Source: an optimization exercise on an open RTL-to-GDS flow (aim: small area). Production flows keep margins and buffers that such runs may drop. Function was checked by simulation only, so behaviour that the tests miss may differ from the original. No activity file was given, so power comes from the tool's default toggle rates.

==> 05-20: inputs <==
Design sd_channel, start of the top module:
module sd_channel (
    input  wire        clk,
    input  wire        rst,             
    input  wire        en,              
    input  wire [2:0]  cfg_order,       
    input  wire [8:0]  cfg_decim,       
    input  wire [6:0]  cfg_len,         
    input  wire        cfg_fen,         
    input  wire [5:0]  cfg_fr,          
    input  wire [3:0]  cfg_fcnt,        
    input  wire [15:0] cfg_fast_hi,     
    input  wire [15:0] cfg_fast_lo,     
    input  wire        sd_valid,        
    input  wire        sd_bit,
    input  wire        clr_stuck,       
    input  wire        clr_fast_trip,   
    output reg         res_valid,
    output wire [31:0] res_value,       
    output wire [7:0]  res_qual,        
    output wire [15:0] res_count,       
    output reg         fast_valid,
    output wire [15:0] fast_value,      
    output reg         stat_stuck,
    output reg         stat_fast_trip
);
clock: 12.0 ns
lec_check: 0
cap_margin: 20
core_margin: 2
core_utilization: 40
slew_margin: 20
run.sh (not shown) runs the stock make flow with config.mk's settings and CLKGATE_MAP_FILE= SYNTH_SCRIPT=/design/flow/synth_recipe.tcl, a recipe that flattens the netlist after the stock synthesis.
==> 11-09 (differences from 05-20) <==
--- a/flow/design.v
+++ b/flow/design.v
@@ -94,30 +94,30 @@
     wire       zr   = ~|rem;
     wire       sub  = dvs & ~rem[47] & (~neg | ~zr);
     wire       bon  = mul ? mbit : ~sub;       
     wire [47:0] bop = {sub, {47{bon}} & dv | {47{sub}} & ~dv};
     wire [47:0] alu;
     sd_cla48 u_alu (.a({rem[46:0], 1'b0}), .b(bop), .ci(sub), .s(alu));
-    wire [5:0] idig = (cnt[2:0] == 3'd0) ? ival[5:0] :
-                      (cnt[2:0] == 3'd1) ? {5'd0, ival[6]} : 6'd0;
+    wire [5:0] idig = (cnt[2:0] == 3'd7) ? ival[5:0] :
+                      (cnt[2:0] == 3'd6) ? {5'd0, ival[6]} : 6'd0;
     wire [47:0] rem_n = (ld | ild) ? {ild ? idig : dig, rem[47:6]} : alu;
     assign last = (st == S_FIN);
     assign pre  = (st == S_DIV) & (cnt == 5'd7);
     always @(posedge clk) begin
         rem <= rem_n;
         q   <= {q[23:0], ~(rem[47] | (neg & zr))};    
         if (ld) neg <= dig[5];
         if (clr) begin
             st   <= S_INIT;
-            cnt  <= 5'd0;
+            cnt  <= 5'd7;
             mcnt <= 3'd0;
         end else begin
             case (st)
                 S_INIT: begin
-                    cnt <= cnt + 5'd1;
-                    if (cnt[2:0] == 3'd7) begin
+                    cnt <= cnt - 5'd1;
+                    if (cnt[2:0] == 3'd0) begin
                         dv  <= rem_n[46:0];
                         st  <= S_MUL;
                         cnt <= {1'b0, mtop};
                     end
                 end
                 S_MUL: begin
@@ -169,30 +169,30 @@
     wire        sub  = ~mul & ~neg;
     wire [16:0] rem2 = {rem[15:0], 1'b0};
     wire [16:0] alu;
     wire        co;
     sd_rca #(.W(17)) u_alu (.a(rem2), .b({1'b0, dv} ^ {17{sub}}), .ci(sub), .s(alu), .co(co));
     wire        acc  = mul ? mbit : neg ? (alu[16] | ~|alu) : co;
-    wire [1:0]  idig = (cnt[2:0] == 3'd0) ? fr[1:0] : (cnt[2:0] == 3'd1) ? fr[3:2] :
-                       (cnt[2:0] == 3'd2) ? fr[5:4] : 2'd0;
+    wire [1:0]  idig = (cnt[2:0] == 3'd7) ? fr[1:0] : (cnt[2:0] == 3'd6) ? fr[3:2] :
+                       (cnt[2:0] == 3'd5) ? fr[5:4] : 2'd0;
     wire [16:0] rem_n = (ld | ild) ? {~ild & sgn, ild ? idig : dig, rem[15:2]} :
                         acc ? alu : rem2;
     assign last = (st == S_DIV) & (cnt == 4'd0);
     always @(posedge clk) begin
         rem <= rem_n;
         q   <= {q[14:0], acc ^ neg};
         if (ld) neg <= sgn;
         if (clr) begin
             st   <= S_INIT;
-            cnt  <= 4'd0;
+            cnt  <= 4'd7;
             mcnt <= 1'b0;
         end else begin
             case (st)
                 S_INIT: begin
-                    cnt <= cnt + 4'd1;
-                    if (cnt[2:0] == 3'd7) begin
+                    cnt <= cnt - 4'd1;
+                    if (cnt[2:0] == 3'd0) begin
                         dv  <= rem_n[15:0];
                         st  <= S_MUL;
                         cnt <= {1'b0, mtop};
                     end
                 end
                 S_MUL: begin
@@ -272,14 +272,13 @@
                        cfg_order[1] ? {1'b0, cfg_decim, 1'b0} : 11'd0;
     wire [10:0] kr_b = cfg_order[0] ? {2'b00, cfg_decim} : 11'd0;
     wire [10:0] kr, need;
     sd_rca #(.W(11)) u_kr   (.a(kr_a), .b(kr_b), .ci(1'b0), .s(kr), .co());
     sd_rca #(.W(11)) u_need (.a(kr), .b({4'd0, cfg_len}), .ci(1'b0), .s(need), .co());
     wire        sc_ge;
-    sd_rca #(.W(11)) u_scmp (.a(sc_n), .b(~need), .ci(1'b1), .s(), .co(sc_ge));
-    wire        settling_n = ~sc_ge;
+    sd_rca #(.W(11)) u_scmp (.a(sc), .b(~need), .ci(1'b1), .s(), .co(sc_ge));
     always @(posedge clk) begin
         if (take) begin
             xnew <= sd_bit;
             run  <= run_n;
         end
         if (clr)       fst <= 1'b1;
@@ -297,18 +296,22 @@
     sd_inc #(.W(6)) u_fdcnt (.a(fdcnt), .ci(1'b1), .s(fdcnt_inc), .co());
     sd_rca #(.W(7)) u_nbl   (.a(nbl), .b(7'h7F), .ci(1'b0), .s(nbl_dec), .co());
     wire       wend  = (dcnt_inc == cfg_decim);
     wire       fwend = (fdcnt_inc == cfg_fr);
     wire       nbl_z = ~|nbl;
     reg pend;                  
-    reg p_we, p_ws, p_fwe, p_fws, p_old;    
+    reg p_old;                 
     reg upd;                   
     reg cw, ws, fcw, fws;      
-    reg wq_settle, wq_stuck;   
     reg fwq_cmp;               
     reg xr;                    
+    reg q_settle, q_stuck;     
+    wire d_end = ~|dcnt;
+    wire d_beg = (dcnt == 9'd1);
+    wire f_end = ~|fdcnt;
+    wire f_beg = (fdcnt == 6'd1);
     always @(posedge clk) begin
         if (clr) begin
             dcnt <= 9'd0;
             nbl  <= cfg_len;
             pend <= 1'b0;
             upd  <= 1'b0;
@@ -318,28 +321,22 @@
                 if (~nbl_z) nbl <= nbl_dec;
             end
             if (take) pend <= 1'b1;
             else if (ph7) pend <= 1'b0;
             if (ph7) upd <= pend;
         end
-        if (take) begin
-            p_we  <= wend;
-            p_ws  <= ~|dcnt;
-            p_fwe <= fwend & cfg_fen;
-            p_fws <= ~|fdcnt;
-            p_old <= nbl_z;
-        end
+        if (take) p_old <= nbl_z;
         if (ph7) begin
-            cw  <= p_we;
-            ws  <= pend & p_ws;
-            fcw <= p_fwe;
-            fws <= pend & p_fws;
+            cw  <= d_end;
+            ws  <= pend & d_beg;
+            fcw <= f_end & cfg_fen;
+            fws <= pend & f_beg;
         end
-        if (take & wend) begin
-            wq_settle <= settling_n;
-            wq_stuck  <= stuck_n;
+        if (ph7 & pend & d_end) begin     
+            q_settle <= ~sc_ge;
+            q_stuck  <= &run;
         end
         if (ph0) xr <= xnew;
     end
     always @(posedge clk) begin
         if (fclr) begin
             fdcnt <= 6'd0;
@@ -349,18 +346,16 @@
             if (fwend) begin
                 fwq_cmp <= fidx[1] & ~stuck_n;
                 fidx    <= {fidx[1] | fidx[0], ~fidx[1] & ~fidx[0]};
             end
         end
     end
-    reg zf, zc, fzf, fzc;
+    reg zf, zc;
     always @(posedge clk) begin
         if (clr) zf <= 1'b1; else if (ph7 & zc) zf <= 1'b0;
         zc <= clr ? 1'b0 : ph7 ? 1'b1 : zc;
-        if (fclr) fzf <= 1'b1; else if (ph7 & fzc) fzf <= 1'b0;
-        fzc <= fclr ? 1'b0 : ph7 ? 1'b1 : fzc;
     end
     reg [63:0] hr;
     reg        hc;             
     reg        xo;             
     reg [7:0]  bsum;           
     wire [5:0] old_idx = cfg_len[5:0] - 6'd1;
@@ -446,13 +441,12 @@
         .last(m_last), .pre(m_pre), .q(m_q), .neg(m_neg)
     );
     wire [23:0] rv_lo;
     wire        rv_co;
     sd_inc #(.W(24)) u_rv (.a(m_q[24:1]), .ci(m_q[0]), .s(rv_lo), .co(rv_co));
     assign res_value = {{7{m_neg & ~rv_co}}, rv_co ^ m_neg, rv_lo};
-    reg q_settle, q_stuck;
     assign res_qual = {1'b0, q_stuck, 3'b000, q_settle, 1'b0, q_settle | q_stuck};
     reg  [15:0] rcr;
     reg         rcy;           
     reg         ri;            
     reg         rcz, rcc;      
     wire        ph2  = (ph == 3'd2);
@@ -467,28 +461,24 @@
         rcy <= rco;
         ri  <= m_pre ? 1'b1 : ph1 ? 1'b0 : ri;
         if (rst) rcz <= 1'b1; else if (ph1 & rcc) rcz <= 1'b0;
         rcc <= rst ? 1'b0 : ph1 ? 1'b1 : rcc;
     end
     always @(posedge clk) begin
-        if (ph7 & pend & p_we) begin      
-            q_settle <= wq_settle;
-            q_stuck  <= wq_stuck;
-        end
         if (rst) res_valid <= 1'b0;
         else     res_valid <= m_last & ~clr;
     end
     reg [15:0] fi1, fi2, fi3, fd2, fd3;
     reg [3:1]  ficy;
     reg [3:2]  fdcy;
     wire [1:0] xdig = ph0 ? {~xnew, 1'b1} : {2{~xr}};
-    wire [1:0] fio1 = fi1[1:0] & {2{~fzf}};
-    wire [1:0] fio2 = fi2[1:0] & {2{~fzf}};
-    wire [1:0] fio3 = fi3[1:0] & {2{~(fzf | fws)}};
-    wire [1:0] fdn2 = fd2[1:0] | {2{fzf}};    
-    wire [1:0] fdn3 = fd3[1:0] | {2{fzf}};
+    wire [1:0] fio1 = fi1[1:0] & {2{~zf}};
+    wire [1:0] fio2 = fi2[1:0] & {2{~zf}};
+    wire [1:0] fio3 = fi3[1:0] & {2{~(zf | fws)}};
+    wire [1:0] fdn2 = fd2[1:0] | {2{zf}};    
+    wire [1:0] fdn3 = fd3[1:0] | {2{zf}};
     wire [1:0] fs1, fs2, fs3, fc2, fc3;
     wire [3:1] fic;
     wire [3:2] fcc;
     sd_rca #(.W(2)) u_fi1 (.a(fio1), .b(xdig & {2{upd}}), .ci(ficy[1] & ~ph0), .s(fs1), .co(fic[1]));
     sd_rca #(.W(2)) u_fi2 (.a(fio2), .b(fs1 & {2{upd}}),  .ci(ficy[2] & ~ph0), .s(fs2), .co(fic[2]));
     sd_rca #(.W(2)) u_fi3 (.a(fio3), .b(fs2 & {2{upd}}),  .ci(ficy[3] & ~ph0), .s(fs3), .co(fic[3]));
@@ -530,13 +520,13 @@
     reg  [3:0] tcnt;           
     wire [3:0] tcnt_i;
     sd_inc #(.W(4)) u_tc (.a(tcnt), .ci(~tcnt[3]), .s(tcnt_i), .co());
     wire [3:0] tcnt_n = (fwq_cmp & beyond) ? tcnt_i : 4'd0;
     wire       t_ge;
     sd_rca #(.W(4)) u_tcmp (.a(tcnt_n), .b(~cfg_fcnt), .ci(1'b1), .s(), .co(t_ge));
-    wire       trips  = (|tcnt_n) & t_ge;
+    wire       trips  = t_ge;            
     always @(posedge clk) begin
         if (fclr) tcnt <= 4'd0;
         else if (fast_valid) tcnt <= tcnt_n;
         if (rst) fast_valid <= 1'b0;
         else     fast_valid <= f_last & ~fclr;
     end
--- a/flow/config.mk
+++ b/flow/config.mk
@@ -5,7 +5,9 @@
 export SDC_FILE = /design/flow/constraint.sdc
 export NUM_CORES = 4
 export LEC_CHECK = 0
 export CAP_MARGIN = 20
 export CORE_MARGIN = 2
 export CORE_UTILIZATION = 40
+export CTS_CLUSTER_DIAMETER = 60
+export CTS_CLUSTER_SIZE = 40
 export SLEW_MARGIN = 20
==> 05-12 (differences from 05-20) <==
--- a/flow/design.v
+++ b/flow/design.v
@@ -94,30 +94,30 @@
     wire       zr   = ~|rem;
     wire       sub  = dvs & ~rem[47] & (~neg | ~zr);
     wire       bon  = mul ? mbit : ~sub;       
     wire [47:0] bop = {sub, {47{bon}} & dv | {47{sub}} & ~dv};
     wire [47:0] alu;
     sd_cla48 u_alu (.a({rem[46:0], 1'b0}), .b(bop), .ci(sub), .s(alu));
-    wire [5:0] idig = (cnt[2:0] == 3'd0) ? ival[5:0] :
-                      (cnt[2:0] == 3'd1) ? {5'd0, ival[6]} : 6'd0;
+    wire [5:0] idig = (cnt[2:0] == 3'd7) ? ival[5:0] :
+                      (cnt[2:0] == 3'd6) ? {5'd0, ival[6]} : 6'd0;
     wire [47:0] rem_n = (ld | ild) ? {ild ? idig : dig, rem[47:6]} : alu;
     assign last = (st == S_FIN);
     assign pre  = (st == S_DIV) & (cnt == 5'd7);
     always @(posedge clk) begin
         rem <= rem_n;
         q   <= {q[23:0], ~(rem[47] | (neg & zr))};    
         if (ld) neg <= dig[5];
         if (clr) begin
             st   <= S_INIT;
-            cnt  <= 5'd0;
+            cnt  <= 5'd7;
             mcnt <= 3'd0;
         end else begin
             case (st)
                 S_INIT: begin
-                    cnt <= cnt + 5'd1;
-                    if (cnt[2:0] == 3'd7) begin
+                    cnt <= cnt - 5'd1;
+                    if (cnt[2:0] == 3'd0) begin
                         dv  <= rem_n[46:0];
                         st  <= S_MUL;
                         cnt <= {1'b0, mtop};
                     end
                 end
                 S_MUL: begin
@@ -169,30 +169,30 @@
     wire        sub  = ~mul & ~neg;
     wire [16:0] rem2 = {rem[15:0], 1'b0};
     wire [16:0] alu;
     wire        co;
     sd_rca #(.W(17)) u_alu (.a(rem2), .b({1'b0, dv} ^ {17{sub}}), .ci(sub), .s(alu), .co(co));
     wire        acc  = mul ? mbit : neg ? (alu[16] | ~|alu) : co;
-    wire [1:0]  idig = (cnt[2:0] == 3'd0) ? fr[1:0] : (cnt[2:0] == 3'd1) ? fr[3:2] :
-                       (cnt[2:0] == 3'd2) ? fr[5:4] : 2'd0;
+    wire [1:0]  idig = (cnt[2:0] == 3'd7) ? fr[1:0] : (cnt[2:0] == 3'd6) ? fr[3:2] :
+                       (cnt[2:0] == 3'd5) ? fr[5:4] : 2'd0;
     wire [16:0] rem_n = (ld | ild) ? {~ild & sgn, ild ? idig : dig, rem[15:2]} :
                         acc ? alu : rem2;
     assign last = (st == S_DIV) & (cnt == 4'd0);
     always @(posedge clk) begin
         rem <= rem_n;
         q   <= {q[14:0], acc ^ neg};
         if (ld) neg <= sgn;
         if (clr) begin
             st   <= S_INIT;
-            cnt  <= 4'd0;
+            cnt  <= 4'd7;
             mcnt <= 1'b0;
         end else begin
             case (st)
                 S_INIT: begin
-                    cnt <= cnt + 4'd1;
-                    if (cnt[2:0] == 3'd7) begin
+                    cnt <= cnt - 4'd1;
+                    if (cnt[2:0] == 3'd0) begin
                         dv  <= rem_n[15:0];
                         st  <= S_MUL;
                         cnt <= {1'b0, mtop};
                     end
                 end
                 S_MUL: begin
@@ -272,14 +272,13 @@
                        cfg_order[1] ? {1'b0, cfg_decim, 1'b0} : 11'd0;
     wire [10:0] kr_b = cfg_order[0] ? {2'b00, cfg_decim} : 11'd0;
     wire [10:0] kr, need;
     sd_rca #(.W(11)) u_kr   (.a(kr_a), .b(kr_b), .ci(1'b0), .s(kr), .co());
     sd_rca #(.W(11)) u_need (.a(kr), .b({4'd0, cfg_len}), .ci(1'b0), .s(need), .co());
     wire        sc_ge;
-    sd_rca #(.W(11)) u_scmp (.a(sc_n), .b(~need), .ci(1'b1), .s(), .co(sc_ge));
-    wire        settling_n = ~sc_ge;
+    sd_rca #(.W(11)) u_scmp (.a(sc), .b(~need), .ci(1'b1), .s(), .co(sc_ge));
     always @(posedge clk) begin
         if (take) begin
             xnew <= sd_bit;
             run  <= run_n;
         end
         if (clr)       fst <= 1'b1;
@@ -297,18 +296,22 @@
     sd_inc #(.W(6)) u_fdcnt (.a(fdcnt), .ci(1'b1), .s(fdcnt_inc), .co());
     sd_rca #(.W(7)) u_nbl   (.a(nbl), .b(7'h7F), .ci(1'b0), .s(nbl_dec), .co());
     wire       wend  = (dcnt_inc == cfg_decim);
     wire       fwend = (fdcnt_inc == cfg_fr);
     wire       nbl_z = ~|nbl;
     reg pend;                  
-    reg p_we, p_ws, p_fwe, p_fws, p_old;    
+    reg p_old;                 
     reg upd;                   
     reg cw, ws, fcw, fws;      
-    reg wq_settle, wq_stuck;   
     reg fwq_cmp;               
     reg xr;                    
+    reg q_settle, q_stuck;     
+    wire d_end = ~|dcnt;
+    wire d_beg = (dcnt == 9'd1);
+    wire f_end = ~|fdcnt;
+    wire f_beg = (fdcnt == 6'd1);
     always @(posedge clk) begin
         if (clr) begin
             dcnt <= 9'd0;
             nbl  <= cfg_len;
             pend <= 1'b0;
             upd  <= 1'b0;
@@ -318,28 +321,22 @@
                 if (~nbl_z) nbl <= nbl_dec;
             end
             if (take) pend <= 1'b1;
             else if (ph7) pend <= 1'b0;
             if (ph7) upd <= pend;
         end
-        if (take) begin
-            p_we  <= wend;
-            p_ws  <= ~|dcnt;
-            p_fwe <= fwend & cfg_fen;
-            p_fws <= ~|fdcnt;
-            p_old <= nbl_z;
-        end
+        if (take) p_old <= nbl_z;
         if (ph7) begin
-            cw  <= p_we;
-            ws  <= pend & p_ws;
-            fcw <= p_fwe;
-            fws <= pend & p_fws;
+            cw  <= d_end;
+            ws  <= pend & d_beg;
+            fcw <= f_end & cfg_fen;
+            fws <= pend & f_beg;
         end
-        if (take & wend) begin
-            wq_settle <= settling_n;
-            wq_stuck  <= stuck_n;
+        if (ph7 & pend & d_end) begin     
+            q_settle <= ~sc_ge;
+            q_stuck  <= &run;
         end
         if (ph0) xr <= xnew;
     end
     always @(posedge clk) begin
         if (fclr) begin
             fdcnt <= 6'd0;
@@ -349,18 +346,16 @@
             if (fwend) begin
                 fwq_cmp <= fidx[1] & ~stuck_n;
                 fidx    <= {fidx[1] | fidx[0], ~fidx[1] & ~fidx[0]};
             end
         end
     end
-    reg zf, zc, fzf, fzc;
+    reg zf, zc;
     always @(posedge clk) begin
         if (clr) zf <= 1'b1; else if (ph7 & zc) zf <= 1'b0;
         zc <= clr ? 1'b0 : ph7 ? 1'b1 : zc;
-        if (fclr) fzf <= 1'b1; else if (ph7 & fzc) fzf <= 1'b0;
-        fzc <= fclr ? 1'b0 : ph7 ? 1'b1 : fzc;
     end
     reg [63:0] hr;
     reg        hc;             
     reg        xo;             
     reg [7:0]  bsum;           
     wire [5:0] old_idx = cfg_len[5:0] - 6'd1;
@@ -446,13 +441,12 @@
         .last(m_last), .pre(m_pre), .q(m_q), .neg(m_neg)
     );
     wire [23:0] rv_lo;
     wire        rv_co;
     sd_inc #(.W(24)) u_rv (.a(m_q[24:1]), .ci(m_q[0]), .s(rv_lo), .co(rv_co));
     assign res_value = {{7{m_neg & ~rv_co}}, rv_co ^ m_neg, rv_lo};
-    reg q_settle, q_stuck;
     assign res_qual = {1'b0, q_stuck, 3'b000, q_settle, 1'b0, q_settle | q_stuck};
     reg  [15:0] rcr;
     reg         rcy;           
     reg         ri;            
     reg         rcz, rcc;      
     wire        ph2  = (ph == 3'd2);
@@ -467,28 +461,24 @@
         rcy <= rco;
         ri  <= m_pre ? 1'b1 : ph1 ? 1'b0 : ri;
         if (rst) rcz <= 1'b1; else if (ph1 & rcc) rcz <= 1'b0;
         rcc <= rst ? 1'b0 : ph1 ? 1'b1 : rcc;
     end
     always @(posedge clk) begin
-        if (ph7 & pend & p_we) begin      
-            q_settle <= wq_settle;
-            q_stuck  <= wq_stuck;
-        end
         if (rst) res_valid <= 1'b0;
         else     res_valid <= m_last & ~clr;
     end
     reg [15:0] fi1, fi2, fi3, fd2, fd3;
     reg [3:1]  ficy;
     reg [3:2]  fdcy;
     wire [1:0] xdig = ph0 ? {~xnew, 1'b1} : {2{~xr}};
-    wire [1:0] fio1 = fi1[1:0] & {2{~fzf}};
-    wire [1:0] fio2 = fi2[1:0] & {2{~fzf}};
-    wire [1:0] fio3 = fi3[1:0] & {2{~(fzf | fws)}};
-    wire [1:0] fdn2 = fd2[1:0] | {2{fzf}};    
-    wire [1:0] fdn3 = fd3[1:0] | {2{fzf}};
+    wire [1:0] fio1 = fi1[1:0] & {2{~zf}};
+    wire [1:0] fio2 = fi2[1:0] & {2{~zf}};
+    wire [1:0] fio3 = fi3[1:0] & {2{~(zf | fws)}};
+    wire [1:0] fdn2 = fd2[1:0] | {2{zf}};    
+    wire [1:0] fdn3 = fd3[1:0] | {2{zf}};
     wire [1:0] fs1, fs2, fs3, fc2, fc3;
     wire [3:1] fic;
     wire [3:2] fcc;
     sd_rca #(.W(2)) u_fi1 (.a(fio1), .b(xdig & {2{upd}}), .ci(ficy[1] & ~ph0), .s(fs1), .co(fic[1]));
     sd_rca #(.W(2)) u_fi2 (.a(fio2), .b(fs1 & {2{upd}}),  .ci(ficy[2] & ~ph0), .s(fs2), .co(fic[2]));
     sd_rca #(.W(2)) u_fi3 (.a(fio3), .b(fs2 & {2{upd}}),  .ci(ficy[3] & ~ph0), .s(fs3), .co(fic[3]));
@@ -530,13 +520,13 @@
     reg  [3:0] tcnt;           
     wire [3:0] tcnt_i;
     sd_inc #(.W(4)) u_tc (.a(tcnt), .ci(~tcnt[3]), .s(tcnt_i), .co());
     wire [3:0] tcnt_n = (fwq_cmp & beyond) ? tcnt_i : 4'd0;
     wire       t_ge;
     sd_rca #(.W(4)) u_tcmp (.a(tcnt_n), .b(~cfg_fcnt), .ci(1'b1), .s(), .co(t_ge));
-    wire       trips  = (|tcnt_n) & t_ge;
+    wire       trips  = t_ge;            
     always @(posedge clk) begin
         if (fclr) tcnt <= 4'd0;
         else if (fast_valid) tcnt <= tcnt_n;
         if (rst) fast_valid <= 1'b0;
         else     fast_valid <= f_last & ~fclr;
     end
--- a/flow/config.mk
+++ b/flow/config.mk
@@ -5,7 +5,9 @@
 export SDC_FILE = /design/flow/constraint.sdc
 export NUM_CORES = 4
 export LEC_CHECK = 0
 export CAP_MARGIN = 20
 export CORE_MARGIN = 2
 export CORE_UTILIZATION = 40
+export CTS_CLUSTER_DIAMETER = 90
+export CTS_CLUSTER_SIZE = 30
 export SLEW_MARGIN = 20
==> qor summary <==
metric                                                             05-12       05-20       11-09
Number of flops mapped to enable cells by yosys                      101         107         101
Share of synthesized area occupied by flip-flops and latches       58.7%       58.7%       58.7%
Sequential cell area share                                         52.4%       50.1%       51.0%
Routed via count divided by cell count                              4.72        4.73        4.72
Post-Place Cells                                                    3875        3910        3875
Data-path buffer share of cell area in the final layout            4.57%       4.36%       4.45%
Total power                                                      5.00 mW     6.22 mW     5.62 mW
Net total in the final layout                                       3262        3344        3276
Switching part of the total power                                  23.2%       22.7%       25.1%
Layout cells sized above 1                                         5.51%       8.61%       6.94%
Multi-input logic area                                        0.0118 mm²  0.0118 mm²  0.0118 mm²
Pint                                                             3.84 mW     4.80 mW     4.21 mW
Count of multi-input combinational gates                            1533        1555        1533
Status                                          timing/DRC/antenna clean  timing/DRC/antenna clean  timing/DRC/antenna clean
Actual slew at the worst max-slew pin                            1.09 ns    0.998 ns     1.08 ns
Final-layout clock buffer total                                       48         111          56
Area share of and/or/nand/nor cells after synthesis                10.2%       10.2%       10.2%
Average wire length per cell after detail routing                16.0 µm     16.2 µm     15.8 µm
Bufs and invs on worst path                                            4          10           4
Met1 layer usage reported by global route                          20.8%       22.2%       20.8%
Yosys reg bits                                                       879         887         879
Clk sinks                                                            879         887         879
Iteration-0 DRC Markers                                             1168        1134        1101
HPWL after detailed placement                                    45.9 mm     47.4 mm     45.9 mm

==> what the ideal ports hide <==
The results above use ideal ports. As a check the final layouts listed here were re-extracted and re-timed, cells and wires unchanged.
Step 1 sets driving cells, clkbuf_16 on the clock port and buf_2 on the other inputs (assumed; they add their load-dependent delay and slew).
Step 2, shift: input delay + t, output delay - t, t = (earliest + latest rising clock arrival at the registers) / 2. This alone moves slack from input paths to output paths.
Three values: ideal, step 1, step 2; two values: the first two.
run | t (ns) | setup slack, ns | worst setup path at the end | latest minus earliest clock arrival (ns) | cell pins on the clock port's net
05-20 | 0.689 | 0.856 / 0.881 / 0.192 | input to register | 0.022 / 0.022 | 1
11-09 | 0.682 | 1.025 / 1.005 / 0.323 | input to register | 0.047 / 0.048 | 1
05-12 | 0.653 | 0.959 / 0.936 / 0.284 | input to register | 0.034 / 0.035 | 1
After both steps every run listed still meets setup and hold. For 11-09, which loses most, drivers alone change the setup slack by -0.020 ns; drivers and shift together by -0.702 ns.
